From an optimization exercise on the open Yosys and OpenROAD flow, aimed at small area and a short achievable clock period; shortcuts taken in it are not production practice.
In this exercise RTL edits were held to simulation tests only and were not proved equivalent to the original.

`flow/config.mk`:
```
export PLATFORM = sky130hd
export DESIGN_NAME = cledon_narrow
export DESIGN_NICKNAME = cledon_narrow
export VERILOG_FILES = /design/flow/design.v
export SDC_FILE = /design/flow/constraint.sdc
export NUM_CORES = 4
export LEC_CHECK = 0
export CAP_MARGIN = 20
export CORE_MARGIN = 2
export CORE_UTILIZATION = 65
export SLEW_MARGIN = 20
```
`flow/constraint.sdc`:
```
create_clock -name core_clock -period 20.0 [get_ports {clk}]
set_input_delay 4.0000 -clock core_clock [delete_from_list [all_inputs] [get_ports {clk}]]
set_output_delay 4.0000 -clock core_clock [all_outputs]
set_load 0.01 [all_outputs]
```
`flow/design.v`:
```
module cledon_narrow_lane (
    input  wire        clk,
    input  wire [31:0] x,
    input  wire        a_bf, a_fp16, a_e4, a_e5, a_i8,
    input  wire [7:0]  a_kk,      
    input  wire [9:0]  a_tk,      
    input  wire [5:0]  a_cmk,     
    input  wire [4:0]  a_qs,      
    input  wire [5:0]  a_v6,      
    input  wire        a_v6z,     
    input  wire        b_ne,
    input  wire        b_sr,
    input  wire [15:0] draw,
    input  wire        b_fp16, b_e4, b_e5, b_i8,
    input  wire        b_strict,
    output reg  [15:0] code,
    output reg         sat,
    output reg         nan_in,
    output reg         strict_nan,
    output reg         nonzero,
    output reg         flushed
);
    wire        s    = x[31];
    wire [7:0]  E    = x[30:23];
    wire [22:0] M    = x[22:0];
    wire        h    = |E;
    wire        e_ff = &E;
    wire        m_nz = |M;
    wire        is_nan = e_ff & m_nz;
    wire        is_inf = e_ff & !m_nz;
    wire        nz     = !e_ff & (h | m_nz);
    wire [23:0] sig  = {h, M};
    reg [4:0] p;
    integer i;
    always @(*) begin
        p = 5'd0;
        for (i = 0; i < 23; i = i + 1)
            if (M[i]) p = i[4:0];
    end
    reg [4:0] tz;
    always @(*) begin
        tz = 5'd0;
        for (i = 23; i >= 0; i = i - 1)
            if (sig[i]) tz = i[4:0];
    end
    wire signed [9:0] S = $signed({2'b00, E}) + $signed({{2{a_kk[7]}}, a_kk});
    wire norm_h = $signed({2'b00, E}) > $signed(a_tk);
    wire shz_h  = (a_fp16 & (S < 10'sd57)) | (a_e4 & (S < 10'sd72)) | (a_e5 & (S < 10'sd65)) | (a_i8 & (S < 10'sd81));
    wire [5:0] dlo = a_cmk - E[5:0];
    wire [5:0] n17 = a_fp16 ? 6'd7 : a_e4 ? 6'd14 : a_e5 ? 6'd15 : 6'd10;
    wire ebig   = norm_h & ((a_e4 & (S > 10'sd135)) | ((a_fp16 | a_e5) & (S > 10'sd143)));
    wire int_big = a_i8 & (S > 10'sd133);
    wire [7:0] bexp_h = a_bf ? E : a_e4 ? {4'd0, ~S[3], S[2:0]} : {3'd0, ~S[4], S[3:0]};
    wire norm_s = p > a_qs;
    wire [4:0] bexp_s = p - a_qs;
    wire [5:0] nsh_s  = {1'b0, p} - (a_e4 ? 6'd9 : 6'd8);
    wire normal = h ? norm_h : norm_s;
    wire [5:0] shc = h ? (norm_h ? n17 : dlo) : (norm_s ? nsh_s : a_v6);
    wire shz = !normal & (h ? shz_h : a_v6z);
    wire [33:0] wide = {sig, 10'd0};
    wire [33:0] win  = wide >> shc;
    wire [9:0]  q    = shz ? 10'd0 : win[25:16];
    wire [15:0] fr   = shz ? 16'd0 : win[15:0];
    wire [5:0]  tzm5 = {1'b0, tz} - 6'd5;
    wire sticky = tzm5[5] | (tzm5 < shc) | shz;    
    wire [7:0] bexp = h ? bexp_h : {3'd0, bexp_s};
    reg [14:0] cpre;
    always @(*) begin
        cpre = {5'd0, q};
        if (normal)
            case (1'b1)
                a_bf:    cpre = {bexp, q[6:0]};
                a_fp16:  cpre = {bexp[4:0], q[9:0]};
                a_e4:    cpre = {8'd0, bexp[3:0], q[2:0]};
                default: cpre = {8'd0, bexp[4:0], q[1:0]};
            endcase
    end
    wire big = is_inf | (nz & (ebig | int_big));
    reg        b_s, b_sticky, b_nan, b_big, b_nz;
    reg [14:0] b_cpre;
    reg [15:0] b_fr;
    always @(posedge clk) begin
        b_s      <= s;
        b_sticky <= sticky;
        b_nan    <= is_nan;
        b_big    <= big;
        b_nz     <= nz;
        b_cpre   <= cpre;
        b_fr     <= fr;
    end
    wire b_up = b_ne ? (b_fr[15] & (b_sticky | b_cpre[0])) : (b_sr & (b_fr > ~draw));
    reg [14:0] maxc;
    always @(*) begin
        case (1'b1)
            b_fp16:  maxc = 15'h7BFF;
            b_e4:    maxc = 15'h007E;
            b_e5:    maxc = 15'h007B;
            b_i8:    maxc = 15'h007F;
            default: maxc = 15'h7F7F;
        endcase
    end
    wire gt    = b_cpre > maxc;
    wire eq    = b_cpre == maxc;
    wire neg_i = b_i8 & b_s;
    wire [14:0] cx   = b_cpre ^ {15{neg_i}};
    wire [14:0] inc  = cx + 15'd1;
    wire [14:0] sum0 = neg_i ? inc : cx;       
    wire [14:0] sum1 = neg_i ? cx  : inc;      
    wire [15:0] nanc = b_fp16 ? 16'h7E00 : b_e4 ? 16'h007F : b_e5 ? 16'h007E : b_i8 ? 16'h0000 : 16'h7FC0;
    wire [15:0] satc = b_fp16 ? {b_s, 15'h7BFF} : b_e4 ? {8'd0, b_s, 7'h7E} : b_e5 ? {8'd0, b_s, 7'h7B}
                     : b_i8 ? (b_s ? 16'h0081 : 16'h007F) : {b_s, 15'h7F7F};
    wire strict_f = b_strict & !b_i8;
    function [20:0] result;     
        input        ovf;
        input [14:0] sm;
        input        zero;       
        reg   [15:0] numc;
        begin
            numc = b_i8 ? {8'd0, sm[7:0]} : (b_e4 | b_e5) ? {8'd0, b_s, sm[6:0]} : {b_s, sm};
            if (b_nan)
                result = {nanc, 1'b0, 1'b1, strict_f, 1'b0};
            else if (ovf)
                result = strict_f ? {nanc, 1'b0, 1'b0, 1'b1, 1'b0} : {satc, 1'b1, 1'b0, 1'b0, 1'b0};
            else
                result = {numc, 1'b0, 1'b0, 1'b0, b_nz & zero};
        end
    endfunction
    wire [20:0] res0 = result(b_big | gt,      sum0, b_cpre == 15'd0);
    wire [20:0] res1 = result(b_big | gt | eq, sum1, 1'b0);
    always @(*) begin
        nonzero = b_nz;
        {code, sat, nan_in, strict_nan, flushed} = b_up ? res1 : res0;
    end
endmodule
module cledon_narrow (
    input  wire         clk,
    input  wire         rst,           
    input  wire         cfg_load,      
    input  wire [31:0]  cfg_seed,
    input  wire         in_valid,
    input  wire [127:0] in_data,       
    input  wire [3:0]   in_fmt,
    input  wire [1:0]   in_rnd,
    input  wire         in_strict,
    input  wire [7:0]   in_scale,
    output reg          out_valid,
    output reg  [63:0]  out_code,      
    output reg  [3:0]   out_sat,
    output reg  [3:0]   out_nan_in,
    output reg  [3:0]   out_strict_nan,
    output reg  [3:0]   out_nonzero,
    output reg  [3:0]   out_flushed
);
    reg  [31:0] st_r;
    reg         a_load, a_took, b_took;
    reg  [31:0] a_seed;
    wire [15:0] lf_s1, lf_s2, lf_s3;
    wire [31:0] lf_s4;
    wire lf_x0 = st_r[1] ^ st_r[12];
    wire lf_x1 = st_r[0] ^ st_r[11];
    wire lf_x2 = st_r[2] ^ st_r[5];
    wire lf_x3 = st_r[22] ^ st_r[28];
    wire lf_x4 = st_r[23] ^ st_r[29];
    wire lf_x5 = st_r[21] ^ st_r[27];
    wire lf_x6 = st_r[18] ^ st_r[24];
    wire lf_x7 = st_r[3] ^ st_r[6];
    wire lf_x8 = st_r[7] ^ st_r[13];
    wire lf_x9 = st_r[19] ^ st_r[25];
    wire lf_x10 = st_r[8] ^ st_r[14];
    wire lf_x11 = st_r[10] ^ st_r[16];
    wire lf_x12 = st_r[20] ^ st_r[26];
    wire lf_x13 = st_r[9] ^ st_r[15];
    wire lf_x14 = st_r[17] ^ lf_x1;
    wire lf_x15 = st_r[30] ^ lf_x6;
    wire lf_x16 = st_r[31] ^ lf_x9;
    wire lf_x17 = st_r[4] ^ lf_x0;
    wire lf_x18 = lf_x2 ^ lf_x10;
    wire lf_x19 = lf_x3 ^ lf_x5;
    wire lf_x20 = lf_x8 ^ lf_x11;
    wire lf_x21 = lf_x7 ^ lf_x13;
    wire lf_x22 = lf_x4 ^ lf_x12;
    wire lf_x23 = lf_x14 ^ lf_x22;
    wire lf_x24 = lf_x3 ^ lf_x16;
    wire lf_x25 = lf_x17 ^ lf_x20;
    wire lf_x26 = st_r[1] ^ st_r[4];
    wire lf_x27 = lf_x4 ^ lf_x15;
    wire lf_x28 = st_r[8] ^ lf_x2;
    wire lf_x29 = st_r[24] ^ st_r[30];
    wire lf_x30 = st_r[9] ^ lf_x7;
    wire lf_x31 = st_r[6] ^ lf_x19;
    wire lf_x32 = st_r[3] ^ lf_x18;
    wire lf_x33 = lf_x5 ^ lf_x15;
    wire lf_x34 = lf_x12 ^ lf_x16;
    wire lf_x35 = lf_x14 ^ lf_x18;
    wire lf_x36 = lf_x17 ^ lf_x21;
    wire lf_x37 = st_r[11] ^ st_r[17];
    wire lf_x38 = st_r[4] ^ st_r[12];
    wire lf_x39 = st_r[17] ^ st_r[21];
    wire lf_x40 = lf_x0 ^ lf_x10;
    wire lf_x41 = st_r[2] ^ lf_x8;
    wire lf_x42 = st_r[7] ^ st_r[16];
    wire lf_x43 = st_r[16] ^ st_r[20];
    wire lf_x44 = st_r[7] ^ st_r[10];
    wire lf_x45 = st_r[0] ^ lf_x39;
    wire lf_x46 = st_r[15] ^ lf_x28;
    wire lf_x47 = st_r[5] ^ lf_x23;
    wire lf_x48 = st_r[14] ^ lf_x36;
    wire lf_x49 = st_r[9] ^ st_r[13];
    wire lf_x50 = st_r[6] ^ st_r[17];
    wire lf_x51 = st_r[25] ^ st_r[31];
    wire lf_x52 = st_r[3] ^ st_r[15];
    wire lf_x53 = st_r[19] ^ st_r[22];
    wire lf_x54 = st_r[5] ^ st_r[17];
    wire lf_x55 = st_r[2] ^ st_r[3];
    wire lf_x56 = st_r[26] ^ lf_x5;
    wire lf_x57 = st_r[15] ^ lf_x7;
    wire lf_x58 = lf_x9 ^ lf_x12;
    wire lf_x59 = st_r[31] ^ lf_x6;
    wire lf_x60 = st_r[14] ^ lf_x2;
    wire lf_x61 = lf_x10 ^ lf_x13;
    wire lf_x62 = st_r[6] ^ lf_x8;
    wire lf_x63 = lf_x11 ^ lf_x29;
    wire lf_x64 = st_r[23] ^ lf_x15;
    wire lf_x65 = lf_x9 ^ lf_x20;
    wire lf_x66 = st_r[8] ^ lf_x19;
    wire lf_x67 = st_r[10] ^ lf_x41;
    wire lf_x68 = lf_x11 ^ lf_x14;
    wire lf_x69 = lf_x21 ^ lf_x38;
    wire lf_x70 = lf_x15 ^ lf_x16;
    wire lf_x71 = st_r[0] ^ lf_x21;
    wire lf_x72 = st_r[29] ^ lf_x33;
    wire lf_x73 = lf_x18 ^ lf_x23;
    wire lf_x74 = lf_x24 ^ lf_x37;
    wire lf_x75 = lf_x35 ^ lf_x43;
    wire lf_x76 = st_r[5] ^ lf_x25;
    wire lf_x77 = st_r[4] ^ lf_x32;
    wire lf_x78 = lf_x0 ^ lf_x24;
    wire lf_x79 = st_r[2] ^ st_r[14];
    wire lf_x80 = st_r[1] ^ st_r[24];
    wire lf_x81 = st_r[7] ^ st_r[18];
    wire lf_x82 = st_r[13] ^ st_r[16];
    wire lf_x83 = st_r[18] ^ st_r[21];
    wire lf_x84 = st_r[23] ^ st_r[30];
    wire lf_x85 = lf_x1 ^ lf_x53;
    wire lf_x86 = st_r[30] ^ lf_x26;
    wire lf_x87 = st_r[13] ^ lf_x1;
    wire lf_x88 = st_r[8] ^ lf_x13;
    wire lf_x89 = st_r[16] ^ lf_x8;
    wire lf_x90 = st_r[5] ^ lf_x4;
    wire lf_x91 = st_r[22] ^ lf_x6;
    wire lf_x92 = st_r[0] ^ lf_x7;
    wire lf_x93 = st_r[8] ^ lf_x1;
    wire lf_x94 = lf_x29 ^ lf_x51;
    wire lf_x95 = lf_x11 ^ lf_x13;
    wire lf_x96 = lf_x4 ^ lf_x79;
    wire lf_x97 = st_r[28] ^ lf_x22;
    wire lf_x98 = lf_x40 ^ lf_x41;
    wire lf_x99 = st_r[19] ^ lf_x30;
    wire lf_x100 = st_r[9] ^ lf_x17;
    wire lf_x101 = lf_x0 ^ lf_x30;
    wire lf_x102 = lf_x3 ^ lf_x45;
    wire lf_x103 = lf_x1 ^ lf_x19;
    wire lf_x104 = lf_x5 ^ lf_x57;
    wire lf_x105 = st_r[12] ^ lf_x22;
    wire lf_x106 = st_r[10] ^ lf_x32;
    wire lf_x107 = st_r[19] ^ lf_x25;
    wire lf_x108 = lf_x20 ^ lf_x34;
    wire lf_x109 = lf_x27 ^ lf_x68;
    wire lf_x110 = st_r[20] ^ lf_x67;
    wire lf_x111 = lf_x23 ^ lf_x40;
    wire lf_x112 = lf_x24 ^ lf_x27;
    wire lf_x113 = lf_x34 ^ lf_x44;
    wire lf_x114 = lf_x20 ^ lf_x46;
    wire lf_x115 = lf_x47 ^ lf_x69;
    wire lf_x116 = st_r[27] ^ lf_x74;
    wire lf_x117 = lf_x62 ^ lf_x78;
    wire lf_x118 = lf_x19 ^ lf_x73;
    wire lf_x119 = lf_x71 ^ lf_x25;
    wire lf_x120 = st_r[12] ^ lf_x21;
    wire lf_x121 = lf_x35 ^ lf_x120;
    wire lf_x122 = st_r[0] ^ st_r[22];
    wire lf_x123 = st_r[0] ^ st_r[1];
    wire lf_x124 = st_r[23] ^ lf_x123;
    wire lf_x125 = st_r[2] ^ lf_x80;
    wire lf_x126 = st_r[0] ^ st_r[25];
    wire lf_x127 = lf_x55 ^ lf_x126;
    wire lf_x128 = st_r[0] ^ st_r[3];
    wire lf_x129 = st_r[26] ^ lf_x128;
    wire lf_x130 = lf_x26 ^ lf_x129;
    wire lf_x131 = st_r[27] ^ lf_x2;
    wire lf_x132 = lf_x26 ^ lf_x131;
    wire lf_x133 = st_r[28] ^ lf_x2;
    wire lf_x134 = lf_x133 ^ lf_x92;
    wire lf_x135 = st_r[7] ^ st_r[29];
    wire lf_x136 = lf_x135 ^ lf_x26;
    wire lf_x137 = lf_x136 ^ lf_x92;
    wire lf_x138 = st_r[7] ^ lf_x86;
    wire lf_x139 = lf_x28 ^ lf_x138;
    wire lf_x140 = st_r[0] ^ st_r[31];
    wire lf_x141 = lf_x140 ^ lf_x28;
    wire lf_x142 = lf_x30 ^ lf_x141;
    wire lf_x143 = st_r[1] ^ st_r[14];
    wire lf_x144 = lf_x143 ^ lf_x89;
    wire lf_x145 = lf_x144 ^ lf_x24;
    wire lf_x146 = lf_x145 ^ lf_x47;
    wire lf_x147 = st_r[11] ^ st_r[12];
    wire lf_x148 = lf_x147 ^ lf_x89;
    wire lf_x149 = lf_x148 ^ lf_x31;
    wire lf_x150 = lf_x46 ^ lf_x70;
    wire lf_x151 = lf_x149 ^ lf_x150;
    wire lf_x152 = st_r[5] ^ lf_x93;
    wire lf_x153 = lf_x101 ^ lf_x152;
    wire lf_x154 = st_r[6] ^ lf_x67;
    wire lf_x155 = lf_x100 ^ lf_x154;
    wire lf_x156 = lf_x1 ^ lf_x8;
    wire lf_x157 = lf_x156 ^ lf_x106;
    wire lf_x158 = lf_x1 ^ lf_x10;
    wire lf_x159 = lf_x158 ^ lf_x36;
    wire lf_x160 = lf_x2 ^ lf_x13;
    wire lf_x161 = lf_x160 ^ lf_x25;
    wire lf_x162 = st_r[13] ^ lf_x7;
    wire lf_x163 = lf_x11 ^ lf_x162;
    wire lf_x164 = lf_x35 ^ lf_x163;
    wire lf_x165 = lf_x81 ^ lf_x14;
    wire lf_x166 = lf_x165 ^ lf_x48;
    wire lf_x167 = st_r[18] ^ lf_x46;
    wire lf_x168 = lf_x167 ^ lf_x107;
    wire lf_x169 = st_r[13] ^ lf_x99;
    wire lf_x170 = lf_x169 ^ lf_x75;
    wire lf_x171 = st_r[18] ^ st_r[20];
    wire lf_x172 = lf_x171 ^ lf_x44;
    wire lf_x173 = lf_x45 ^ lf_x172;
    wire lf_x174 = lf_x173 ^ lf_x48;
    wire lf_x175 = lf_x83 ^ lf_x26;
    wire lf_x176 = lf_x175 ^ lf_x85;
    wire lf_x177 = lf_x176 ^ lf_x114;
    wire lf_x178 = st_r[23] ^ lf_x53;
    wire lf_x179 = lf_x178 ^ lf_x101;
    wire lf_x180 = lf_x179 ^ lf_x75;
    wire lf_x181 = st_r[23] ^ lf_x39;
    wire lf_x182 = lf_x6 ^ lf_x181;
    wire lf_x183 = lf_x36 ^ lf_x182;
    wire lf_x184 = lf_x110 ^ lf_x183;
    wire lf_x185 = st_r[11] ^ st_r[21];
    wire lf_x186 = lf_x185 ^ lf_x91;
    wire lf_x187 = lf_x186 ^ lf_x65;
    wire lf_x188 = lf_x187 ^ lf_x77;
    wire lf_x189 = st_r[30] ^ lf_x5;
    wire lf_x190 = lf_x61 ^ lf_x189;
    wire lf_x191 = lf_x90 ^ lf_x190;
    wire lf_x192 = lf_x68 ^ lf_x191;
    wire lf_x193 = st_r[0] ^ lf_x40;
    wire lf_x194 = lf_x59 ^ lf_x90;
    wire lf_x195 = lf_x193 ^ lf_x194;
    wire lf_x196 = lf_x31 ^ lf_x195;
    wire lf_x197 = lf_x80 ^ lf_x31;
    wire lf_x198 = lf_x35 ^ lf_x65;
    wire lf_x199 = lf_x197 ^ lf_x198;
    wire lf_x200 = st_r[2] ^ st_r[25];
    wire lf_x201 = lf_x3 ^ lf_x200;
    wire lf_x202 = lf_x81 ^ lf_x21;
    wire lf_x203 = lf_x201 ^ lf_x202;
    wire lf_x204 = lf_x111 ^ lf_x203;
    wire lf_x205 = lf_x55 ^ lf_x56;
    wire lf_x206 = lf_x88 ^ lf_x27;
    wire lf_x207 = lf_x205 ^ lf_x107;
    wire lf_x208 = lf_x206 ^ lf_x207;
    wire lf_x209 = st_r[20] ^ lf_x49;
    wire lf_x210 = lf_x63 ^ lf_x209;
    wire lf_x211 = lf_x210 ^ lf_x77;
    wire lf_x212 = lf_x116 ^ lf_x211;
    wire lf_x213 = st_r[10] ^ st_r[14];
    wire lf_x214 = st_r[28] ^ lf_x51;
    wire lf_x215 = lf_x83 ^ lf_x213;
    wire lf_x216 = lf_x214 ^ lf_x215;
    wire lf_x217 = lf_x216 ^ lf_x115;
    wire lf_x218 = st_r[6] ^ st_r[15];
    wire lf_x219 = st_r[26] ^ lf_x218;
    wire lf_x220 = lf_x85 ^ lf_x219;
    wire lf_x221 = lf_x220 ^ lf_x72;
    wire lf_x222 = lf_x76 ^ lf_x221;
    wire lf_x223 = st_r[27] ^ lf_x84;
    wire lf_x224 = lf_x223 ^ lf_x75;
    wire lf_x225 = lf_x224 ^ lf_x117;
    wire lf_x226 = lf_x21 ^ lf_x45;
    wire lf_x227 = lf_x59 ^ lf_x98;
    wire lf_x228 = lf_x97 ^ lf_x226;
    wire lf_x229 = lf_x227 ^ lf_x228;
    wire lf_x230 = st_r[22] ^ lf_x26;
    wire lf_x231 = lf_x55 ^ lf_x230;
    wire lf_x232 = lf_x61 ^ lf_x231;
    wire lf_x233 = lf_x65 ^ lf_x232;
    wire lf_x234 = lf_x72 ^ lf_x233;
    wire lf_x235 = lf_x12 ^ lf_x84;
    wire lf_x236 = lf_x235 ^ lf_x95;
    wire lf_x237 = lf_x236 ^ lf_x74;
    wire lf_x238 = lf_x77 ^ lf_x237;
    wire lf_x239 = lf_x5 ^ lf_x11;
    wire lf_x240 = lf_x239 ^ lf_x59;
    wire lf_x241 = lf_x240 ^ lf_x115;
    wire lf_x242 = lf_x9 ^ lf_x14;
    wire lf_x243 = lf_x15 ^ lf_x242;
    wire lf_x244 = lf_x31 ^ lf_x243;
    wire lf_x245 = lf_x76 ^ lf_x244;
    wire lf_x246 = st_r[18] ^ lf_x73;
    wire lf_x247 = lf_x117 ^ lf_x246;
    wire lf_x248 = st_r[19] ^ lf_x22;
    wire lf_x249 = lf_x98 ^ lf_x248;
    wire lf_x250 = lf_x33 ^ lf_x71;
    wire lf_x251 = lf_x249 ^ lf_x250;
    wire lf_x252 = st_r[16] ^ lf_x49;
    wire lf_x253 = lf_x17 ^ lf_x56;
    wire lf_x254 = lf_x252 ^ lf_x94;
    wire lf_x255 = lf_x253 ^ lf_x254;
    wire lf_x256 = lf_x60 ^ lf_x63;
    wire lf_x257 = lf_x100 ^ lf_x102;
    wire lf_x258 = lf_x256 ^ lf_x257;
    wire lf_x259 = st_r[22] ^ lf_x2;
    wire lf_x260 = lf_x259 ^ lf_x56;
    wire lf_x261 = lf_x260 ^ lf_x69;
    wire lf_x262 = lf_x109 ^ lf_x261;
    wire lf_x263 = lf_x7 ^ lf_x64;
    wire lf_x264 = lf_x263 ^ lf_x76;
    wire lf_x265 = lf_x116 ^ lf_x264;
    wire lf_x266 = lf_x6 ^ lf_x37;
    wire lf_x267 = lf_x38 ^ lf_x266;
    wire lf_x268 = lf_x16 ^ lf_x18;
    wire lf_x269 = lf_x62 ^ lf_x97;
    wire lf_x270 = lf_x267 ^ lf_x268;
    wire lf_x271 = lf_x269 ^ lf_x270;
    wire lf_x272 = st_r[5] ^ st_r[12];
    wire lf_x273 = lf_x8 ^ lf_x10;
    wire lf_x274 = lf_x272 ^ lf_x273;
    wire lf_x275 = lf_x58 ^ lf_x274;
    wire lf_x276 = lf_x71 ^ lf_x275;
    wire lf_x277 = lf_x72 ^ lf_x276;
    wire lf_x278 = lf_x61 ^ lf_x86;
    wire lf_x279 = lf_x278 ^ lf_x31;
    wire lf_x280 = lf_x108 ^ lf_x279;
    wire lf_x281 = st_r[7] ^ st_r[31];
    wire lf_x282 = lf_x281 ^ lf_x95;
    wire lf_x283 = lf_x282 ^ lf_x118;
    wire lf_x284 = lf_x0 ^ lf_x21;
    wire lf_x285 = lf_x284 ^ lf_x66;
    wire lf_x286 = lf_x109 ^ lf_x285;
    wire lf_x287 = st_r[2] ^ st_r[9];
    wire lf_x288 = lf_x287 ^ lf_x14;
    wire lf_x289 = lf_x25 ^ lf_x288;
    wire lf_x290 = lf_x112 ^ lf_x289;
    wire lf_x291 = st_r[13] ^ lf_x0;
    wire lf_x292 = lf_x291 ^ lf_x23;
    wire lf_x293 = lf_x70 ^ lf_x106;
    wire lf_x294 = lf_x292 ^ lf_x293;
    wire lf_x295 = st_r[2] ^ lf_x87;
    wire lf_x296 = lf_x33 ^ lf_x34;
    wire lf_x297 = lf_x295 ^ lf_x296;
    wire lf_x298 = lf_x48 ^ lf_x297;
    wire lf_x299 = lf_x52 ^ lf_x19;
    wire lf_x300 = lf_x60 ^ lf_x25;
    wire lf_x301 = lf_x34 ^ lf_x299;
    wire lf_x302 = lf_x300 ^ lf_x301;
    wire lf_x303 = st_r[4] ^ lf_x82;
    wire lf_x304 = lf_x303 ^ lf_x57;
    wire lf_x305 = lf_x304 ^ lf_x118;
    wire lf_x306 = lf_x42 ^ lf_x54;
    wire lf_x307 = lf_x19 ^ lf_x306;
    wire lf_x308 = lf_x27 ^ lf_x307;
    wire lf_x309 = lf_x48 ^ lf_x308;
    wire lf_x310 = st_r[4] ^ lf_x50;
    wire lf_x311 = lf_x310 ^ lf_x114;
    wire lf_x312 = lf_x112 ^ lf_x311;
    wire lf_x313 = lf_x10 ^ lf_x42;
    wire lf_x314 = lf_x30 ^ lf_x313;
    wire lf_x315 = lf_x314 ^ lf_x70;
    wire lf_x316 = lf_x47 ^ lf_x315;
    wire lf_x317 = lf_x50 ^ lf_x17;
    wire lf_x318 = lf_x88 ^ lf_x33;
    wire lf_x319 = lf_x317 ^ lf_x113;
    wire lf_x320 = lf_x318 ^ lf_x319;
    wire lf_x321 = st_r[9] ^ st_r[18];
    wire lf_x322 = lf_x321 ^ lf_x28;
    wire lf_x323 = lf_x103 ^ lf_x322;
    wire lf_x324 = lf_x108 ^ lf_x323;
    wire lf_x325 = st_r[10] ^ lf_x19;
    wire lf_x326 = lf_x99 ^ lf_x325;
    wire lf_x327 = lf_x111 ^ lf_x326;
    wire lf_x328 = lf_x13 ^ lf_x17;
    wire lf_x329 = lf_x103 ^ lf_x27;
    wire lf_x330 = lf_x328 ^ lf_x110;
    wire lf_x331 = lf_x329 ^ lf_x330;
    wire lf_x332 = st_r[21] ^ lf_x4;
    wire lf_x333 = lf_x63 ^ lf_x332;
    wire lf_x334 = lf_x87 ^ lf_x32;
    wire lf_x335 = lf_x333 ^ lf_x78;
    wire lf_x336 = lf_x334 ^ lf_x335;
    wire lf_x337 = st_r[22] ^ lf_x37;
    wire lf_x338 = lf_x43 ^ lf_x96;
    wire lf_x339 = lf_x337 ^ lf_x104;
    wire lf_x340 = lf_x338 ^ lf_x339;
    wire lf_x341 = lf_x38 ^ lf_x42;
    wire lf_x342 = lf_x52 ^ lf_x341;
    wire lf_x343 = lf_x102 ^ lf_x64;
    wire lf_x344 = lf_x342 ^ lf_x343;
    wire lf_x345 = st_r[8] ^ lf_x54;
    wire lf_x346 = lf_x4 ^ lf_x82;
    wire lf_x347 = lf_x26 ^ lf_x346;
    wire lf_x348 = lf_x16 ^ lf_x345;
    wire lf_x349 = lf_x91 ^ lf_x347;
    wire lf_x350 = lf_x348 ^ lf_x349;
    wire lf_x351 = st_r[9] ^ lf_x50;
    wire lf_x352 = lf_x58 ^ lf_x60;
    wire lf_x353 = lf_x351 ^ lf_x64;
    wire lf_x354 = lf_x352 ^ lf_x353;
    wire lf_x355 = lf_x6 ^ lf_x104;
    wire lf_x356 = lf_x355 ^ lf_x113;
    wire lf_x357 = st_r[4] ^ st_r[11];
    wire lf_x358 = lf_x357 ^ lf_x42;
    wire lf_x359 = lf_x358 ^ lf_x58;
    wire lf_x360 = lf_x66 ^ lf_x359;
    wire lf_x361 = st_r[0] ^ st_r[9];
    wire lf_x362 = lf_x361 ^ lf_x54;
    wire lf_x363 = lf_x362 ^ lf_x105;
    wire lf_x364 = lf_x66 ^ lf_x363;
    wire lf_x365 = st_r[1] ^ st_r[10];
    wire lf_x366 = lf_x365 ^ lf_x49;
    wire lf_x367 = lf_x366 ^ lf_x27;
    wire lf_x368 = lf_x31 ^ lf_x367;
    wire lf_x369 = st_r[11] ^ lf_x44;
    wire lf_x370 = lf_x29 ^ lf_x96;
    wire lf_x371 = lf_x369 ^ lf_x370;
    wire lf_x372 = lf_x24 ^ lf_x371;
    wire lf_x373 = lf_x52 ^ lf_x93;
    wire lf_x374 = lf_x94 ^ lf_x105;
    wire lf_x375 = lf_x373 ^ lf_x374;
    assign lf_s1[0] = lf_x119;
    assign lf_s1[1] = lf_x121;
    assign lf_s1[2] = st_r[18];
    assign lf_s1[3] = st_r[19];
    assign lf_s1[4] = st_r[20];
    assign lf_s1[5] = st_r[21];
    assign lf_s1[6] = lf_x122;
    assign lf_s1[7] = lf_x124;
    assign lf_s1[8] = lf_x125;
    assign lf_s1[9] = lf_x127;
    assign lf_s1[10] = lf_x130;
    assign lf_s1[11] = lf_x132;
    assign lf_s1[12] = lf_x134;
    assign lf_s1[13] = lf_x137;
    assign lf_s1[14] = lf_x139;
    assign lf_s1[15] = lf_x142;
    assign lf_s2[0] = lf_x146;
    assign lf_s2[1] = lf_x151;
    assign lf_s2[2] = lf_x153;
    assign lf_s2[3] = lf_x155;
    assign lf_s2[4] = lf_x157;
    assign lf_s2[5] = lf_x159;
    assign lf_s2[6] = lf_x161;
    assign lf_s2[7] = lf_x164;
    assign lf_s2[8] = lf_x166;
    assign lf_s2[9] = lf_x168;
    assign lf_s2[10] = lf_x170;
    assign lf_s2[11] = lf_x174;
    assign lf_s2[12] = lf_x177;
    assign lf_s2[13] = lf_x180;
    assign lf_s2[14] = lf_x184;
    assign lf_s2[15] = lf_x188;
    assign lf_s3[0] = lf_x192;
    assign lf_s3[1] = lf_x196;
    assign lf_s3[2] = lf_x199;
    assign lf_s3[3] = lf_x204;
    assign lf_s3[4] = lf_x208;
    assign lf_s3[5] = lf_x212;
    assign lf_s3[6] = lf_x217;
    assign lf_s3[7] = lf_x222;
    assign lf_s3[8] = lf_x225;
    assign lf_s3[9] = lf_x229;
    assign lf_s3[10] = lf_x234;
    assign lf_s3[11] = lf_x238;
    assign lf_s3[12] = lf_x241;
    assign lf_s3[13] = lf_x245;
    assign lf_s3[14] = lf_x247;
    assign lf_s3[15] = lf_x251;
    assign lf_s4[0] = lf_x255;
    assign lf_s4[1] = lf_x258;
    assign lf_s4[2] = lf_x262;
    assign lf_s4[3] = lf_x265;
    assign lf_s4[4] = lf_x271;
    assign lf_s4[5] = lf_x277;
    assign lf_s4[6] = lf_x280;
    assign lf_s4[7] = lf_x283;
    assign lf_s4[8] = lf_x286;
    assign lf_s4[9] = lf_x290;
    assign lf_s4[10] = lf_x294;
    assign lf_s4[11] = lf_x298;
    assign lf_s4[12] = lf_x302;
    assign lf_s4[13] = lf_x305;
    assign lf_s4[14] = lf_x309;
    assign lf_s4[15] = lf_x312;
    assign lf_s4[16] = lf_x316;
    assign lf_s4[17] = lf_x320;
    assign lf_s4[18] = lf_x324;
    assign lf_s4[19] = lf_x327;
    assign lf_s4[20] = lf_x331;
    assign lf_s4[21] = lf_x336;
    assign lf_s4[22] = lf_x340;
    assign lf_s4[23] = lf_x344;
    assign lf_s4[24] = lf_x350;
    assign lf_s4[25] = lf_x354;
    assign lf_s4[26] = lf_x356;
    assign lf_s4[27] = lf_x360;
    assign lf_s4[28] = lf_x364;
    assign lf_s4[29] = lf_x368;
    assign lf_s4[30] = lf_x372;
    assign lf_s4[31] = lf_x375;
    wire [31:0] held = b_took ? lf_s4 : st_r;
    wire [31:0] st0  = a_load ? a_seed : held;    
    always @(posedge clk) begin
        a_load <= rst | cfg_load;
        a_seed <= rst ? 32'h0000_0001 : cfg_seed;
        a_took <= !rst && in_valid && (in_rnd == 2'd1);
        b_took <= a_took;
        st_r   <= st0;
    end
    reg         a_valid;
    reg [127:0] a_data;
    reg         a_fp16, a_e4, a_e5, a_i8;
    reg         a_ne, a_sr, a_strict;
    reg [7:0]   a_kk;        
    reg [9:0]   a_tk;        
    reg [5:0]   a_cmk;       
    reg [4:0]   a_qs;        
    reg [5:0]   a_v6;        
    reg         a_v6z;       
    wire i_fp16 = (in_fmt == 4'h1);
    wire i_e4   = (in_fmt == 4'h3);
    wire i_e5   = (in_fmt == 4'h4);
    wire i_i8   = (in_fmt == 4'hB);
    wire signed [9:0] kx = {{2{in_scale[7]}}, in_scale};
    wire signed [9:0] tk = i_fp16 ? 10'sd112 : i_e4 ? 10'sd120 - kx : i_e5 ? 10'sd112 - kx
                         : i_i8 ? 10'sd511 : 10'sd0;
    wire [5:0] cmk = i_fp16 ? 6'd56 : i_e4 ? 6'd7 - in_scale[5:0] : i_e5 ? 6'd0 - in_scale[5:0]
                   : 6'd16 - in_scale[5:0];
    wire [4:0] qs = (i_e4 && in_scale[7:3] == 5'b01111) ? 5'd14 - in_scale[4:0]
                  : (i_e5 && in_scale[7:4] == 4'b0111)  ? 5'd6  - in_scale[4:0] : 5'd31;
    wire [5:0] v6 = i_e4 ? 6'd6 - in_scale[5:0] : i_e5 ? ~in_scale[5:0] : i_i8 ? 6'd15 - in_scale[5:0] : 6'd10;
    wire       s_pos = !in_scale[7];
    wire       v6z = i_fp16 | (i_e4 & !(s_pos & (in_scale[6:0] >= 7'd71)))
                   | (i_e5 & !(s_pos & in_scale[6]))
                   | (i_i8 & !(s_pos & (in_scale[6:0] >= 7'd80)));
    always @(posedge clk) begin
        if (rst)
            a_valid <= 1'b0;
        else
            a_valid <= in_valid;
        a_data   <= in_data;
        a_fp16   <= i_fp16;
        a_e4     <= i_e4;
        a_e5     <= i_e5;
        a_i8     <= i_i8;
        a_ne     <= (in_rnd == 2'd0);
        a_sr     <= (in_rnd == 2'd1);
        a_strict <= in_strict;
        a_kk     <= (i_e4 | i_e5 | i_i8) ? in_scale : 8'd0;
        a_tk     <= tk;
        a_cmk    <= cmk;
        a_qs     <= qs;
        a_v6     <= v6;
        a_v6z    <= v6z;
    end
    wire a_bf = !(a_fp16 | a_e4 | a_e5 | a_i8);
    reg b_valid, b_fp16, b_e4, b_e5, b_i8, b_strict, b_ne, b_sr;
    always @(posedge clk) begin
        if (rst)
            b_valid <= 1'b0;
        else
            b_valid <= a_valid;
        b_fp16   <= a_fp16;
        b_e4     <= a_e4;
        b_e5     <= a_e5;
        b_i8     <= a_i8;
        b_strict <= a_strict;
        b_ne     <= a_ne;
        b_sr     <= a_sr;
    end
    wire [63:0] draws = {lf_s4[15:0], lf_s3, lf_s2, lf_s1};
    wire [63:0] c_code;
    wire [3:0]  c_sat, c_nan_in, c_strict_nan, c_nonzero, c_flushed;
    genvar g;
    generate
        for (g = 0; g < 4; g = g + 1) begin : lane
            cledon_narrow_lane u_lane (
                .clk        (clk),
                .x          (a_data[32*g +: 32]),
                .a_bf       (a_bf),
                .a_fp16     (a_fp16),
                .a_e4       (a_e4),
                .a_e5       (a_e5),
                .a_i8       (a_i8),
                .a_kk       (a_kk),
                .a_tk       (a_tk),
                .a_cmk      (a_cmk),
                .a_qs       (a_qs),
                .a_v6       (a_v6),
                .a_v6z      (a_v6z),
                .b_ne       (b_ne),
                .b_sr       (b_sr),
                .draw       (draws[16*g +: 16]),
                .b_fp16     (b_fp16),
                .b_e4       (b_e4),
                .b_e5       (b_e5),
                .b_i8       (b_i8),
                .b_strict   (b_strict),
                .code       (c_code[16*g +: 16]),
                .sat        (c_sat[g]),
                .nan_in     (c_nan_in[g]),
                .strict_nan (c_strict_nan[g]),
                .nonzero    (c_nonzero[g]),
                .flushed    (c_flushed[g])
            );
        end
    endgenerate
    always @(posedge clk) begin
        if (rst)
            out_valid <= 1'b0;
        else
            out_valid <= b_valid;
        out_code       <= c_code;
        out_sat        <= c_sat;
        out_nan_in     <= c_nan_in;
        out_strict_nan <= c_strict_nan;
        out_nonzero    <= c_nonzero;
        out_flushed    <= c_flushed;
    end
endmodule
```
`flow/flow/run.sh`:
```
#!/bin/bash
# Own layout flow: the standard ORFS flow, with timing repair asked to reach a
# setup slack well above what the 20 ns clock needs, so that it sizes up and buffers
# the long paths. Constraints (SDC) and everything else are the standard ones.
set -euo pipefail
export SETUP_SLACK_MARGIN=14.5
bash standard.sh > standard_flow.log 2>&1
```
`flow/standard.sh`:
```
#!/bin/bash
# synth_recipe.tcl (not shown) runs the flow's synth.tcl, then flattens the netlist and writes it again
# the make line also repeats each setting of config.mk as NAME=value (left out here)
make -C /OpenROAD-flow-scripts/flow DESIGN_CONFIG=/design/flow/config.mk WORK_HOME=/design/flow/orfs CLKGATE_MAP_FILE= SYNTH_SCRIPT=/design/flow/synth_recipe.tcl "${@:-finish}"
```
==> results of run 1 <==
[sequential cells by signal, summed over array words and instances (netlist names), 8 cells and up]
name                flops
a_data                128
a_kk                    8
a_seed                 32
a_tk                   10
lane.u_lane.b_cpre     60
lane.u_lane.b_fr       64
out_code               64
st_r                   32
[cells by family (layout without fill, tap and decap cells)]
| family | after synthesis | count (layout) | share of synthesized area |
|---|---|---|---|
| AOI/OAI and AO/OA | 1327 | 1328 | 0.238 |
| xor gates and xnor gates | 493 | 493 | 0.117 |
| adders and majority gates | 270 | 270 | 0.0917 |
| buffers and inverters | 399 | 591 | 0.0445 |
| DFF | 476 | 476 | 0.260 |
| muxes | 316 | 316 | 0.0881 |
| other | 0 | 1 | 0 |
| and+or+nand+nor | 1231 | 1231 | 0.160 |
[cell usage after synthesis, types with 34 or more instances]
library cell,n,area [sq um]
dfxtp_1,444,8890
xnor2_1,357,3130
a21oi_1,342,1710
nor2_1,313,1170
nand2_1,311,1170
ha_1,258,3230
mux2i_1,245,2450
o21ai_0,231,1160
inv_1,161,604
clkbuf_1,129,484
xor2_1,125,1090
nor3_1,110,551
nand3_1,101,505
nor2b_1,80,500
o22ai_1,67,419
buf_2,65,325
mux2_2,61,687
o21a_1,60,450
a21o_1,58,435
a22oi_1,52,390
nand4_1,51,319
o31ai_1,51,383
a211oi_1,47,353
nand2b_1,39,244
o211ai_1,38,285
a31oi_1,36,225
and2_1,34,213
nor4_1,34,213
[cells in the final DEF, fill, tap and decap left out, drive strengths merged, types with 63 or more instances in the layout]
master	n
clkbuf	63
dfxtp	444
ha	258
nand3	103
mux2	64
nor3	111
nand2	314
nor2	320
mux2i	248
a21oi	344
nor2b	80
o22ai	68
inv	173
clkdlybuf4s50	233
o21ai	240
xor2	130
xnor2	363
[worst max-delay path by stage]
stage,slack [ns],from,endpoint
global placement,13.50,in_fmt[3],a_tk[5]
floorplan,14.46,in_fmt[0],a_qs[4]
finish,14.53,out_flushed[0],out_flushed[0]
CTS,14.50,out_code[6],out_code[6]
detailed placement,13.47,in_fmt[0],a_qs[4]
global route,14.30,st_r[2],out_code[47]
[metal layers]
metal,wire length [um],vias to the layer above,GRT usage
met3,16700,525,0.0965
met1,52200,17400,0.574
met5,43,-,0
met4,8430,6,0.225
met2,56000,2580,0.626
li1,-,16900,-
[final cells by class]
type / instances / area (sq um) / share of cell area
Antenna cell: 1 / 2.50 / 0.0000581
Clock buffer: 63 / 1330 / 0.0308
Clock inverter: 26 / 365 / 0.00848
Inverter: 177 / 687 / 0.0159
Multi-Input combinational cell: 3638 / 26800 / 0.621
Sequential cell: 476 / 9850 / 0.229
Tap cell: 765 / 957 / 0.0222
Timing Repair Buffer: 323 / 3130 / 0.0726
Timing Repair inverter: 2 / 12.5 / 0.000290
[timing repair]
| action | in CTS | in global routing |
|---|---|---|
| pin swaps | 1 | 7 |
| hold endpoints to repair | 0 | 0 |
| cloned | 2 | 1 |
| resized for setup | 41 | 68 |
| buffers inserted | 3 | 27 |
| setup endpoints to repair | 145 | 141 |
[per-stage QoR]
stage	utilization	instance area [sq um]	std cells	hold WS, ns	worst slack (ns)
after floorplan	-	37800	4512	0.310	14.46
after global placement	0.706	40600	5348	0.311	13.50
after detailed placement	0.706	40600	5348	0.314	13.47
after CTS	0.738	42500	5442	0.329	14.50
after global routing	0.748	43100	5470	0.337	14.30
final	0.748	43100	5471	0.326	14.53
[worst register-to-register path, stage by stage, from the launching register on]
cell       delay, ns
edfxtp_1        0.64
xnor2_1         0.69
xnor2_2         0.27
xnor2_2         0.35
xor2_1          0.51
xnor2_1         0.24
xnor2_1         0.31
ha_1            0.30
o21a_1          0.11
o21ai_0         0.14
a21oi_1         0.08
o22ai_2         0.48
nor4_1          0.12
buf_4           0.19
nor2_1          0.32
a21oi_1         0.13
a2111oi_0       0.42
==> results.ini, run 1 <==
[yosys]
ys_ff_latch = 476
syn-instance-count = 4512
synth_edf_count = 32
synthArstFlopShare = 0
synth.yosys.seq_area_share = 0.260
synth_nets = 4961
yosysUniqueCellTypes = 119
avgSynthCellArea_sq_um = 8.38
synthFlopType = dfxtp_1
netlist_area_sq_um = 37800
ys_warn_count = 2

[route]
drt-initial-drc-count = 5369
num_vias = 37400
first_pass_iters = 8
drtAntennaViolNets = 0
route.detailed.drc = 0
wl_per_cell_um = 24.4
vias_per_cell = 6.83
drt_wl_total_um = 133000

[run]
max_cap_viol_count = 0

[worst_setup_path]
cpPeakStageDelay_ns = 0.53
cp_slowest_cell = clkdlybuf4s50_1
startpoint_type = flip-flop
path_class = reg2out
regToRegStartpoint = st_r[14]
r2r_end = out_code[47]
r2r_cells = 16
path_cells = clkdlybuf4s50_1
crit_arrival_ns = 1.47
worst_setup_path_end_kind = primary output
required_ns = 16.00
path_delay_family = buffers and inverters
critPathBufInv = 1
worst-path-stages = 1
crit_fanout = 1
reg2reg_slack_ns = 14.60

[layout]
drive_above_1_share = 0.0812
n_fill_cell = 4373
syn_to_final_growth_pct = 13.9
fin_nets = 5116

[clock_network]
clock_latency_ns = 0.63
postCtsHoldBufs = 0
clk_pin_slew_ns = 0.06
clockBufferDepth = 3
cts_root_buf = clkbuf_16
cts_inserted_buffers = 49
h-tree-depth = 2
cts_sinks = 476
cts_tree = done

[grt]
grt_max_degree = 46
grt_pass1_wl_um = 199000
grt_pass1_vias = 33800
antenna_found_initial = 6
gr-usage-all-layers = 0.424
grt-ovfl-total = 0

[placement]
globalplace.congestion = 1.06
dp_hpwl_um = 99200
port-buffer-count = 263

[worst_hold_path]
hold_start = a_sr
whs_path_depth = 0
worstHoldEndpoint = b_sr
hp-class = reg2reg

[timing]
hold_viol = 0
fmax_mhz = 183
report.final.slew_viol_count = 0
max_slew.worst_pin.slew_ns = 1.16
finalSetupTns_ns = 0
post-route-period-util = 0.273
fin_crit_ns = 5.47
setup-violations-final = 0
maxSlewHeadroom = 0.221
rsz0062_at_grt = true
finClkSkew_ns = 0.0253

[die]
die-area_sq_um = 60100
initial_core_util = 0.657
die-width_um = 245
pin_count = 264
die_y_um = 245
core_sq_um = 57600
rows = 88

[run_status]
run_status = timing/DRC/antenna clean

==> inputs of run 2 (changes only) <==
--- a/flow/config.mk
+++ b/flow/config.mk
@@ -7,5 +7,5 @@
 export LEC_CHECK = 0
 export CAP_MARGIN = 20
 export CORE_MARGIN = 2
-export CORE_UTILIZATION = 65
+export CORE_UTILIZATION = 40
 export SLEW_MARGIN = 20
==> run 2 against run 1 <==
  * Via count fell by 3.8%
  * Wire length up 7.3%
  * Synthesized cell count unchanged
  * Die area is 61% higher
  * Critical endpoint is now a_tk[7]
==> results.ini, run 2 <==
[run_status]
run_status = timing/DRC/antenna clean

[yosys]
post-synth-top-area-fraction = 0.235  ; unchanged
ys_warn_count = 2  ; unchanged
synth_area_leaders = dfxtp_1 (24%), ha_1 (8.5%), xnor2_1 (8.3%)
synthArstFlopShare = 0  ; unchanged
netlist_area_sq_um = 37800  ; unchanged
ys_top_cells_by_count = dfxtp_1 (444), xnor2_1 (357), a21oi_1 (342)
synth.yosys.seq_area_share = 0.260  ; unchanged
synth_top_area_cell = dfxtp_1
avgSynthCellArea_sq_um = 8.38  ; unchanged
synth_nets = 4961  ; unchanged
synth_edf_count = 32  ; unchanged
yosysUniqueCellTypes = 119  ; unchanged
syn-instance-count = 4512  ; unchanged
yosys.cell_count.top_type = dfxtp_1
ys_ff_latch = 476  ; unchanged
synthFlopType = dfxtp_1

[worst_setup_path]
r2r_end = lane[0].u_lane.b_fr[1]
worst_setup_path_end_kind = flip-flop
path_class = in2reg
crit_arrival_ns = 5.90  ; +4.43 ns
r2r_cells = 21  ; +5
crit_fanout = 13  ; +12
startpoint_type = input pin
regToRegStartpoint = a_data[1]
required_ns = 20.53  ; +4.53 ns
reg2reg_slack_ns = 14.64  ; +0.04 ns

[layout]
top_register = a_data
multiInputGateArea_sq_um = 26800  ; about the same
n_fill_cell = 9297  ; +110%
fin_nets = 5148  ; +0.63%
final_cell_mix = dfxtp_1 (444), a21oi_1 (342), xnor2_1 (340), nor2_1 (310), nand2_1 (310)
syn_to_final_growth_pct = 16.2
final_common_cell = dfxtp_1
largest_reg_flops = 128  ; unchanged
seqCellArea_sq_um = 9850  ; unchanged
reg_top3 = a_data: 128 flops, lane.u_lane.b_fr: 64 flops, out_code: 64 flops
drive_above_1_share = 0.0904  ; +0.00926

[grt]
grt_pass1_wl_um = 212000  ; +6.4%
grt_pass1_vias = 33800  ; -0.044%
antenna_found_initial = 18  ; +12
grt-ovfl-total = 0  ; unchanged
grt_max_degree = 44  ; -4.3%
gr-usage-all-layers = 0.283  ; -0.141

[placement]
port-buffer-count = 263  ; unchanged
dp_hpwl_um = 111000  ; +12%
globalplace.congestion = 1.03  ; -3.1%

[timing]
hold_viol = 0  ; unchanged
maxSlewHeadroom = 0.292  ; +0.0707
fmax_mhz = 186  ; +1.7%
report.final.slew_viol_count = 0  ; unchanged
fin_crit_ns = 5.38  ; -0.0939 ns
finClkSkew_ns = 0.0150  ; -0.0104 ns
rsz0062_at_grt = true
setup-violations-final = 0  ; unchanged
hold_slack_ns = 0.326  ; -0.000639 ns
post-route-period-util = 0.269  ; -0.00469
max_slew.worst_pin.slew_ns = 1.06  ; -0.104 ns
finalSetupTns_ns = 0  ; unchanged

[clock_network]
clockBufferDepth = 3  ; unchanged
h-tree-depth = 2  ; unchanged
cts_root_buf = clkbuf_16
clk_pin_slew_ns = 0.06  ; about the same
postCtsHoldBufs = 0  ; unchanged
cts_inserted_buffers = 54  ; +10%
cts_sinks = 476  ; unchanged
clock_latency_ns = 0.65  ; +0.02 ns
cts_tree = done

[worst_hold_path]
worstHoldEndpoint = b_sr
hold_start = a_sr
hp-class = reg2reg
whs_path_depth = 0  ; unchanged

[run]
max_cap_viol_count = 0  ; unchanged

[die]
die-area_sq_um = 97000  ; +61%
initial_core_util = 0.405  ; -0.252
core_sq_um = 93500  ; +62%
die_y_um = 311  ; +27%
rows = 112  ; +27%
pin_count = 264  ; unchanged
die-width_um = 311  ; +27%

[route]
num_vias = 36000  ; -3.8%
drtAntennaViolNets = 0  ; unchanged
wl_per_cell_um = 23.8  ; -2.2%
drt-initial-drc-count = 3883  ; -28%
route.detailed.drc = 0  ; unchanged
drt_wl_total_um = 143000  ; +7.3%
first_pass_iters = 6  ; -2
vias_per_cell = 5.99  ; -12%

run 2: critical path: stages:
cell           delay (ns)
dlygate4sd2_1        0.57
clkinv_2             0.33
ha_1                 0.28
a21oi_1              0.23
nand3_1              0.13
xnor2_1              0.15
a21oi_1              0.15
a21oi_1              0.05
run 2: layout make-up:
class | count | area share
clock inverters | 29 | 0.00689
well taps | 1254 | 0.0357
inverters | 177 | 0.0157
repair inverters | 1 | 0.000171
clock buffers | 71 | 0.0348
flip-flops and latches | 476 | 0.224
repair buffers | 351 | 0.0730
diodes | 6 | 0.000342
multi-input cells | 3638 | 0.609
run 2: how the worst max path moves through the flow:
stage / from / cells past startpoint / to / slack (ns)
3_5_place_dp: in_fmt[3] / 6 / a_tk[5] / 13.50
3_3_place_gp: in_fmt[3] / 6 / a_tk[5] / 13.45
5_1_grt: a_data[1] / 21 / lane[0].u_lane.b_fr[1] / 14.48
6_report: in_scale[3] / 8 / a_tk[7] / 14.62
4_1_cts: st_r[12] / 16 / out_code[47] / 14.51
2_1_floorplan: in_fmt[0] / 9 / a_qs[4] / 14.46
run 2: metal layers:
| layer | wire length (um) | track usage | up-vias |
|---|---|---|---|
| met3 | 12800 | 0.0546 | 312 |
| met5 | 88 | 0 | - |
| met2 | 62100 | 0.436 | 1702 |
| met1 | 61700 | 0.382 | 16900 |
| met4 | 6300 | 0.124 | 14 |
| li1 | - | - | 17000 |
run 2: logic make-up after synthesis:
logic type / synth area share
mux: 0.0881
compound gates: 0.238
xor+xnor: 0.117
fa+ha+maj: 0.0917
buf+inv: 0.0445
simple gates: 0.160
flops: 0.260
run 2: timing repair:
action / in CTS / in global routing
gates resized for setup: 119 / 55
endpoints found under the setup margin: 193 / 138
pin swaps: 1 / 5
cloned: 2 / 0
setup buffers: 3 / 41
run 2: through the flow:
step,utilization,setup WS [ns],cells,area [sq um]
final,0.470,14.62,6003,43900
after global routing,0.470,14.48,5997,43900
after CTS,0.463,14.51,5956,43300
after detailed placement,0.442,13.50,5851,41400
after global placement,0.442,13.45,5851,41400
after floorplan,-,14.46,4512,37800
==> inputs of run 3 (changes only) <==
--- a/flow/design.v
+++ b/flow/design.v
@@ -55,14 +55,14 @@
     wire [4:0] bexp_s = p - a_qs;
     wire [5:0] nsh_s  = {1'b0, p} - (a_e4 ? 6'd9 : 6'd8);
     wire normal = h ? norm_h : norm_s;
-    wire [5:0] shc = h ? (norm_h ? n17 : dlo) : (norm_s ? nsh_s : a_v6);
     wire shz = !normal & (h ? shz_h : a_v6z);
+    wire [5:0] shc = shz ? 6'd63 : h ? (norm_h ? n17 : dlo) : (norm_s ? nsh_s : a_v6);
     wire [33:0] wide = {sig, 10'd0};
     wire [33:0] win  = wide >> shc;
-    wire [9:0]  q    = shz ? 10'd0 : win[25:16];
-    wire [15:0] fr   = shz ? 16'd0 : win[15:0];
+    wire [9:0]  q    = win[25:16];
+    wire [15:0] fr   = win[15:0];
     wire [5:0]  tzm5 = {1'b0, tz} - 6'd5;
-    wire sticky = tzm5[5] | (tzm5 < shc) | shz;    
+    wire sticky = tzm5[5] | (tzm5 < shc);    
     wire [7:0] bexp = h ? bexp_h : {3'd0, bexp_s};
     reg [14:0] cpre;
     always @(*) begin
==> flow/flow/run.sh (replaced) <==
#!/bin/bash
# Own layout flow: the standard ORFS flow (standard.sh, unchanged synthesis and
# constraints) with two changes in how the layout is made:
#  - timing repair is asked for a setup slack well above what the 20 ns clock needs,
#    so that it sizes up and buffers the long paths;
#  - the port buffers are plain buf_2 cells instead of the default delay buffers.
set -euo pipefail
export SETUP_SLACK_MARGIN=14.5
export BUFFER_PORTS_ARGS="-buffer_cell sky130_fd_sc_hd__buf_2"
bash standard.sh > standard_flow.log 2>&1
==> run 3 against run 2 <==
  * Via count is 10% higher
  * First-iteration DRC count is 28% higher
  * Wire length is 9.3% higher
  * Hold slack better by 0.0038 ns
  * Core utilization is 1.2 points lower
  * Flip-flop and latch count stayed put
  * Highest routed layer unchanged
==> results.ini, run 3 <==
[route]
vias_per_cell = 6.25  ; +4.4%
num_vias = 39700  ; +10%
drt-initial-drc-count = 4956  ; +28%
drtAntennaViolNets = 0  ; unchanged
drt_wl_total_um = 156000  ; +9.3%
route.detailed.drc = 0  ; unchanged
first_pass_iters = 8  ; +2
wl_per_cell_um = 24.7  ; +3.5%

[worst_setup_path]
startpoint_type = flip-flop
worst_setup_path_end_kind = flip-flop
crit_fanout = 13  ; unchanged
r2r_cells = 17  ; -19%
r2r_end = out_code[55]
reg2reg_slack_ns = 14.63  ; about the same
cp_slowest_cell = edfxtp_1
cpPeakStageDelay_ns = 0.75  ; +0.18 ns
crit_start = st_r[10]
path_class = reg2reg
crit_top_cell = xnor2_1
required_ns = 20.63  ; +0.10 ns
critPathCapture = out_code[55]
path_cells = xnor2_4 > xnor2_1 > xnor2_1 > xnor2_1 > xnor2_1 > ha_1 > nor2b_1 > o21a_1 > o21a_1 > o21ai_0 > a21oi_1 > a2111oi_0 > o21a_2 > mux2i_2 > nor2_1 > a2111o_1 > nand3_1
regToRegStartpoint = st_r[10]
crit_arrival_ns = 6.01  ; +0.11 ns

[yosys]
synth_nets = 5363  ; +8.1%
synthFlopType = dfxtp_1
synth_top_area_cell = dfxtp_1
synthArstFlopShare = 0  ; unchanged
netlist_area_sq_um = 38900  ; +2.9%
ys_ff_latch = 476  ; unchanged
synth_edf_count = 32  ; unchanged
synth_area_leaders = dfxtp_1 (23%), xnor2_1 (8.4%), ha_1 (8.3%)
ys_top_cells_by_count = dfxtp_1 (444), nor2_1 (384), a21oi_1 (377)
ys_warn_count = 2  ; unchanged
post-synth-top-area-fraction = 0.228  ; -0.00658
synth.yosys.seq_area_share = 0.253  ; -0.00729
syn-instance-count = 4914  ; +8.9%
avgSynthCellArea_sq_um = 7.92  ; -5.5%
yosysUniqueCellTypes = 102  ; -14%
yosys.cell_count.top_type = dfxtp_1

[clock_network]
clk_pin_slew_ns = 0.07  ; about the same
cts_tree = done
cts_sinks = 476  ; unchanged
cts_root_buf = clkbuf_16
postCtsHoldBufs = 0  ; unchanged
clockBufferDepth = 3  ; unchanged
cts_inserted_buffers = 54  ; unchanged
h-tree-depth = 2  ; unchanged
clock_latency_ns = 0.70  ; +0.05 ns

[layout]
final_common_cell = dfxtp_1
n_fill_cell = 9577  ; +3.0%
syn_to_final_growth_pct = 13.6
final_cell_mix = dfxtp_1 (435), nor2_1 (375), a21oi_1 (372), xnor2_1 (358), nand2_1 (333)
drive_above_1_share = 0.145  ; +0.0544
reg_top3 = a_data: 128 flops, lane.u_lane.b_fr: 64 flops, out_code: 64 flops
seqCellArea_sq_um = 9860  ; +0.11%
top_register = a_data
largest_reg_flops = 128  ; unchanged
final_util = 0.458  ; -0.0123
fin_nets = 5468  ; +6.2%
multiInputGateArea_sq_um = 28000  ; +4.6%

[worst_hold_path]
hp-class = reg2reg
whs_path_depth = 0  ; unchanged
hold_start = a_sr

[timing]
fin_crit_ns = 5.37  ; -0.00460 ns
hold_viol = 0  ; unchanged
rsz0062_at_grt = false
setup_ws_ns = 14.63  ; +0.00460 ns
report.final.slew_viol_count = 0  ; unchanged
post-route-period-util = 0.269  ; about the same
max_slew.worst_pin.slew_ns = 1.18  ; +0.115 ns
finalSetupTns_ns = 0  ; unchanged
fmax_mhz = 186  ; about the same
finClkSkew_ns = 0.0654  ; +0.0504 ns
setup-violations-final = 0  ; unchanged
maxSlewHeadroom = 0.210  ; -0.0825

[grt]
grt_max_degree = 45  ; +2.3%
gr-usage-all-layers = 0.300  ; +0.0175
grt_pass1_vias = 36500  ; +8.0%
grt_pass1_wl_um = 230000  ; +8.6%
antenna_found_initial = 8  ; -10
grt-ovfl-total = 0  ; unchanged

[die]
pin_count = 264  ; unchanged
core_sq_um = 96600  ; +3.3%
die-width_um = 316  ; +1.4%
die_y_um = 316  ; +1.4%
rows = 114  ; +1.8%
die-area_sq_um = 99800  ; +2.8%
initial_core_util = 0.403  ; -0.00170

[run_status]
run_status = timing/DRC/antenna clean

[placement]
dp_slack_ns = 13.60  ; +0.108 ns
port-buffer-count = 263  ; unchanged
dp_hpwl_um = 120000  ; +8.3%
globalplace.congestion = 1.04  ; +1.1%

[run]
max_cap_viol_count = 0  ; unchanged

## run 3: changes by cell type after synthesis, sizes merged, moves of 19 or more
cell,change
inv,+28
nand2,+34
nor2,+65
o21ai,+40
o221ai,+19
a21oi,+34
or3,+23
o22ai,+31
a21o,+21
clkbuf,+126
mux2i,-130
buf,-30
o211ai,+30
## run 3: worst min path at each step
stage / endpoint / slack (ns)
floorplan: b_ne / 0.31
global placement: b_strict / 0.31
detailed placement: b_strict / 0.31
CTS: b_took / 0.33
global route: b_sr / 0.33
finish: b_sr / 0.33
## run 3: routing by layer
layer  wire length (um)  track usage  share of wire
met3              14100       0.0452          0.090
met4               7550        0.129          0.048
met2              68400        0.468           0.44
met5                 13            0       0.000083
met1              66400        0.411           0.42
## run 3: cell families (layout without fill, tap and decap cells)
family                     after synthesis  count (layout)  share of synthesized area
AOI/OAI and AO/OA                     1593            1593                      0.276
and+or+nand+nor                       1390            1392                      0.173
buffers and inverters                  521             666                     0.0519
xor gates and xnor gates               496             496                      0.112
DFF                                    476             476                      0.253
adders and majority gates              270             270                     0.0892
muxes                                  168             168                     0.0448
other                                    0               5                          0
## run 3: worst max-delay path, delay by kind of cell, from the launching register on
family | cells | cell delay (ns)
AOI/OAI and AO/OA | 7 | 1.78
xor gates and xnor gates | 5 | 1.70
DFF | 1 | 0.75
muxes | 1 | 0.39
adders and majority gates | 1 | 0.35
and+or+nand+nor | 3 | 0.29
## run 3: timing repair
item,in CTS,in global routing
gates cloned,3,2
gates resized for setup,76,108
pin swaps,5,6
setup buffers,10,32
setup endpoints to repair,175,142
## run 3: area by class of cell
class / count / area share
antenna: 5 / 0.000283
clock buffer: 65 / 0.0329
clock inverter: 33 / 0.00824
inverter: 203 / 0.0183
multi-input combinational: 3919 / 0.633
sequential: 476 / 0.223
tap: 1276 / 0.0361
timing repair buffer: 363 / 0.0478
timing repair inverter: 2 / 0.000226
## run 3: metrics by stage
stage	hold WS [ns]	instances	area (sq um)
after detailed placement	0.312	6192	41100
after global routing	0.333	6339	44200
final	0.330	6342	44200
after global placement	0.312	6191	41100
after CTS	0.330	6303	43400
after floorplan	0.310	4914	38900
==> inputs of run 4 (changes only) <==
--- a/flow/flow/run.sh
+++ b/flow/flow/run.sh
@@ -5,6 +5,6 @@
 #    so that it sizes up and buffers the long paths;
 #  - the port buffers are plain buf_2 cells instead of the default delay buffers.
 set -euo pipefail
-export SETUP_SLACK_MARGIN=14.5
+export SETUP_SLACK_MARGIN=15.0
 export BUFFER_PORTS_ARGS="-buffer_cell sky130_fd_sc_hd__buf_2"
 bash standard.sh > standard_flow.log 2>&1
==> run 4 against run 3 <==
  * Still clean
  * Clock skew fell by 0.029 ns
  * Cell count rose by 2.9%
  * Via count rose by 3.7%
  * Critical path depth fell by 16
  * Critical endpoint is now out_code[60]
  * Highest routed layer is now met4
==> results.ini, run 4 <==
[timing]
maxSlewHeadroom = 0.260  ; +0.0507
finClkSkew_ns = 0.0368  ; -0.0286 ns
max_slew.worst_pin.slew_ns = 1.10  ; -0.0754 ns
post-route-period-util = 0.256  ; -0.0123
report.final.slew_viol_count = 0  ; unchanged
finalSetupTns_ns = 0  ; unchanged
rsz0062_at_grt = true
fin_crit_ns = 5.12  ; -0.246 ns

[route]
first_pass_iters = 7  ; -1
drt_wl_total_um = 164000  ; +4.7%
drt-initial-drc-count = 5142  ; +3.8%
wl_per_cell_um = 25.1  ; +1.7%
drtAntennaViolNets = 0  ; unchanged
vias_per_cell = 6.30  ; +0.80%
num_vias = 41100  ; +3.7%
route.detailed.drc = 0  ; unchanged

[die]
pin_count = 264  ; unchanged
core_sq_um = 96600  ; unchanged
die-width_um = 316  ; unchanged
rows = 114  ; unchanged
die_y_um = 316  ; unchanged
initial_core_util = 0.403  ; unchanged
die-area_sq_um = 99800  ; unchanged

[clock_network]
cts_root_buf = clkbuf_16
h-tree-depth = 2  ; unchanged
clock_latency_ns = 0.69  ; about the same
cts_inserted_buffers = 56  ; +3.7%
clk_pin_slew_ns = 0.06  ; about the same
clockBufferDepth = 3  ; unchanged
cts_sinks = 476  ; unchanged
postCtsHoldBufs = 0  ; unchanged
cts_tree = done

[yosys]
synth-simple-area-share = 0.173  ; unchanged
ys_warn_count = 2  ; unchanged
synth_compound_area_frac = 0.276  ; unchanged
synth_top_area_cell = dfxtp_1
synth_nets = 5363  ; unchanged
syn-instance-count = 4914  ; unchanged
ys_top_cells_by_count = dfxtp_1 (444), nor2_1 (384), a21oi_1 (377)
synth_xor_area_frac = 0.112  ; unchanged
post-synth-top-area-fraction = 0.228  ; unchanged
synth_fa_ha_area_frac = 0.0892  ; unchanged
synthArstFlopShare = 0  ; unchanged
synth_edf_count = 32  ; unchanged
yosysUniqueCellTypes = 102  ; unchanged
synth_top_family_by_area = compound AO/OA/AOI/OAI gates
ys_ff_latch = 476  ; unchanged

[worst_setup_path]
critPathBufInv = 1  ; +1
cp_slowest_cell = dfxtp_2
path_delay_family = flip-flops
startpoint_type = flip-flop
crit_fanout = 1  ; -12
path_class = reg2out
crit_arrival_ns = 1.12  ; -4.89 ns
required_ns = 16.00  ; -4.63 ns
worst_setup_path_end_kind = primary output
cpPeakStageDelay_ns = 0.36  ; -0.39 ns

[layout]
largest_reg_flops = 128  ; unchanged
final_cell_mix = dfxtp_1 (382), nor2_1 (362), a21oi_1 (361), xnor2_1 (351), nand2_1 (326)
syn_to_final_growth_pct = 23.3
final_common_cell = dfxtp_1
fin_nets = 5648  ; +3.3%
reg_top3 = a_data: 128 flops, lane.u_lane.b_fr: 64 flops, out_code: 64 flops

[grt]
antenna_found_initial = 8  ; unchanged
gr-usage-all-layers = 0.309  ; +0.00923

[run_status]
run_status = timing/DRC/antenna clean

[worst_hold_path]
hp-class = reg2reg

-- run 4: changes by cell type in the layout (fill, tap and decap cells not counted), moves of 13 or more --
| cell | delta |
|---|---|
| buf_12 | +14 |
| buf_2 | -41 |
| buf_4 | +135 |
| buf_6 | +52 |
| dfxtp_1 | -53 |
| dfxtp_2 | +46 |
| nor2_1 | -13 |
| o21ai_0 | -30 |
| o21ai_1 | +19 |
| o22ai_1 | -22 |
| o22ai_2 | +16 |
-- run 4: per-stage QoR --
step | setup WS (ns) | std cells | area, sq um | hold slack (ns)
global route | 14.80 | 6522 | 48000 | 0.324
CTS | 14.82 | 6396 | 45400 | 0.321
detailed placement | 13.74 | 6199 | 41200 | 0.313
global placement | 13.75 | 6199 | 41200 | 0.312
floorplan | 14.54 | 4914 | 39100 | 0.310
finish | 14.88 | 6524 | 48000 | 0.319
-- run 4: logic make-up (layout without fill, tap and decap cells) --
kind of cell | Yosys count | count (layout)
AO/OA/AOI/OAI | 1593 | 1596
AND/OR/NAND/NOR | 1390 | 1397
buffers and inverters | 521 | 842
XOR/XNOR | 496 | 496
flip-flops | 476 | 476
adder cells (fa/ha/maj) | 270 | 270
multiplexers | 168 | 168
other | 0 | 3
-- run 4: cell type report --
class / instances / area [sq um] / share of cell area
Inverter: 203 / 818 / 0.0171
Clock inverter: 40 / 500 / 0.0104
Multi-Input combinational cell: 3927 / 29600 / 0.617
Timing Repair Buffer: 532 / 3980 / 0.0829
Clock buffer: 64 / 1500 / 0.0313
Tap cell: 1276 / 1600 / 0.0333
Sequential cell: 476 / 9940 / 0.207
Timing Repair inverter: 3 / 16.3 / 0.000339
Antenna cell: 3 / 7.51 / 0.000157
-- run 4: layer usage --
metal | global-route usage | routed length [um] | up-vias
li1 | - | - | 18700
met2 | 0.477 | 70700 | 2492
met5 | 0 | 0 | -
met3 | 0.0565 | 16300 | 491
met4 | 0.136 | 8830 | 0
met1 | 0.422 | 68000 | 19500
-- run 4: final timing paths --
kind / startpoint / end / slack [ns] / cells after the start
worst min-delay path: a_data[31] / lane[0].u_lane.b_s / 0.32 / 0
worst min register to register: a_data[31] / lane[0].u_lane.b_s / 0.32 / 0
worst max register to register: a_kk[4] / lane[1].u_lane.b_fr[9] / 14.98 / 15
worst max-delay path: out_code[60] / out_code[60] / 14.88 / 1
-- run 4: timing repair --
item,CTS,global route
hold endpoints to repair,0,0
gates resized for setup,290,323
pin swaps,27,91
setup endpoints to repair,271,248
cloned,9,11
buffers inserted,84,114

[re-timing with driven ports]
Ports are ideal in the flow. The routed layouts listed here were re-timed in OpenROAD. Step 1 sets driving cells, clkbuf_16 on the clock port and buf_2 on the other inputs (assumed; they add their load-dependent delay and slew). Step 2 also shifts input and output timing later by t, the mid clock arrival at the registers, as if the neighbouring blocks saw the same clock. Three values: ideal, step 1, step 2; two values: the first two.
run | t, ns | setup slack, ns | worst register clock-pin slew, ns | worst data-port slew with drivers (ns) | pins driven straight from the clock port
run 1 | 0.678 | 14.531 / 14.467 / 14.018 | 0.07 / 0.07 | 0.06 | 1
run 2 | 0.714 | 14.625 / 14.638 / 13.954 | 0.07 / 0.07 | 0.10 | 1
run 3 | 0.735 | 14.629 / 14.629 / 14.058 | 0.07 / 0.07 | 0.05 | 1
run 4 | 0.741 | 14.876 / 14.807 / 14.387 | 0.07 / 0.07 | 0.05 | 1
After both steps every run listed still meets setup and hold. The setup slack of run 2, which loses most, moves by +0.013 ns with the drivers and by -0.671 ns with both steps.
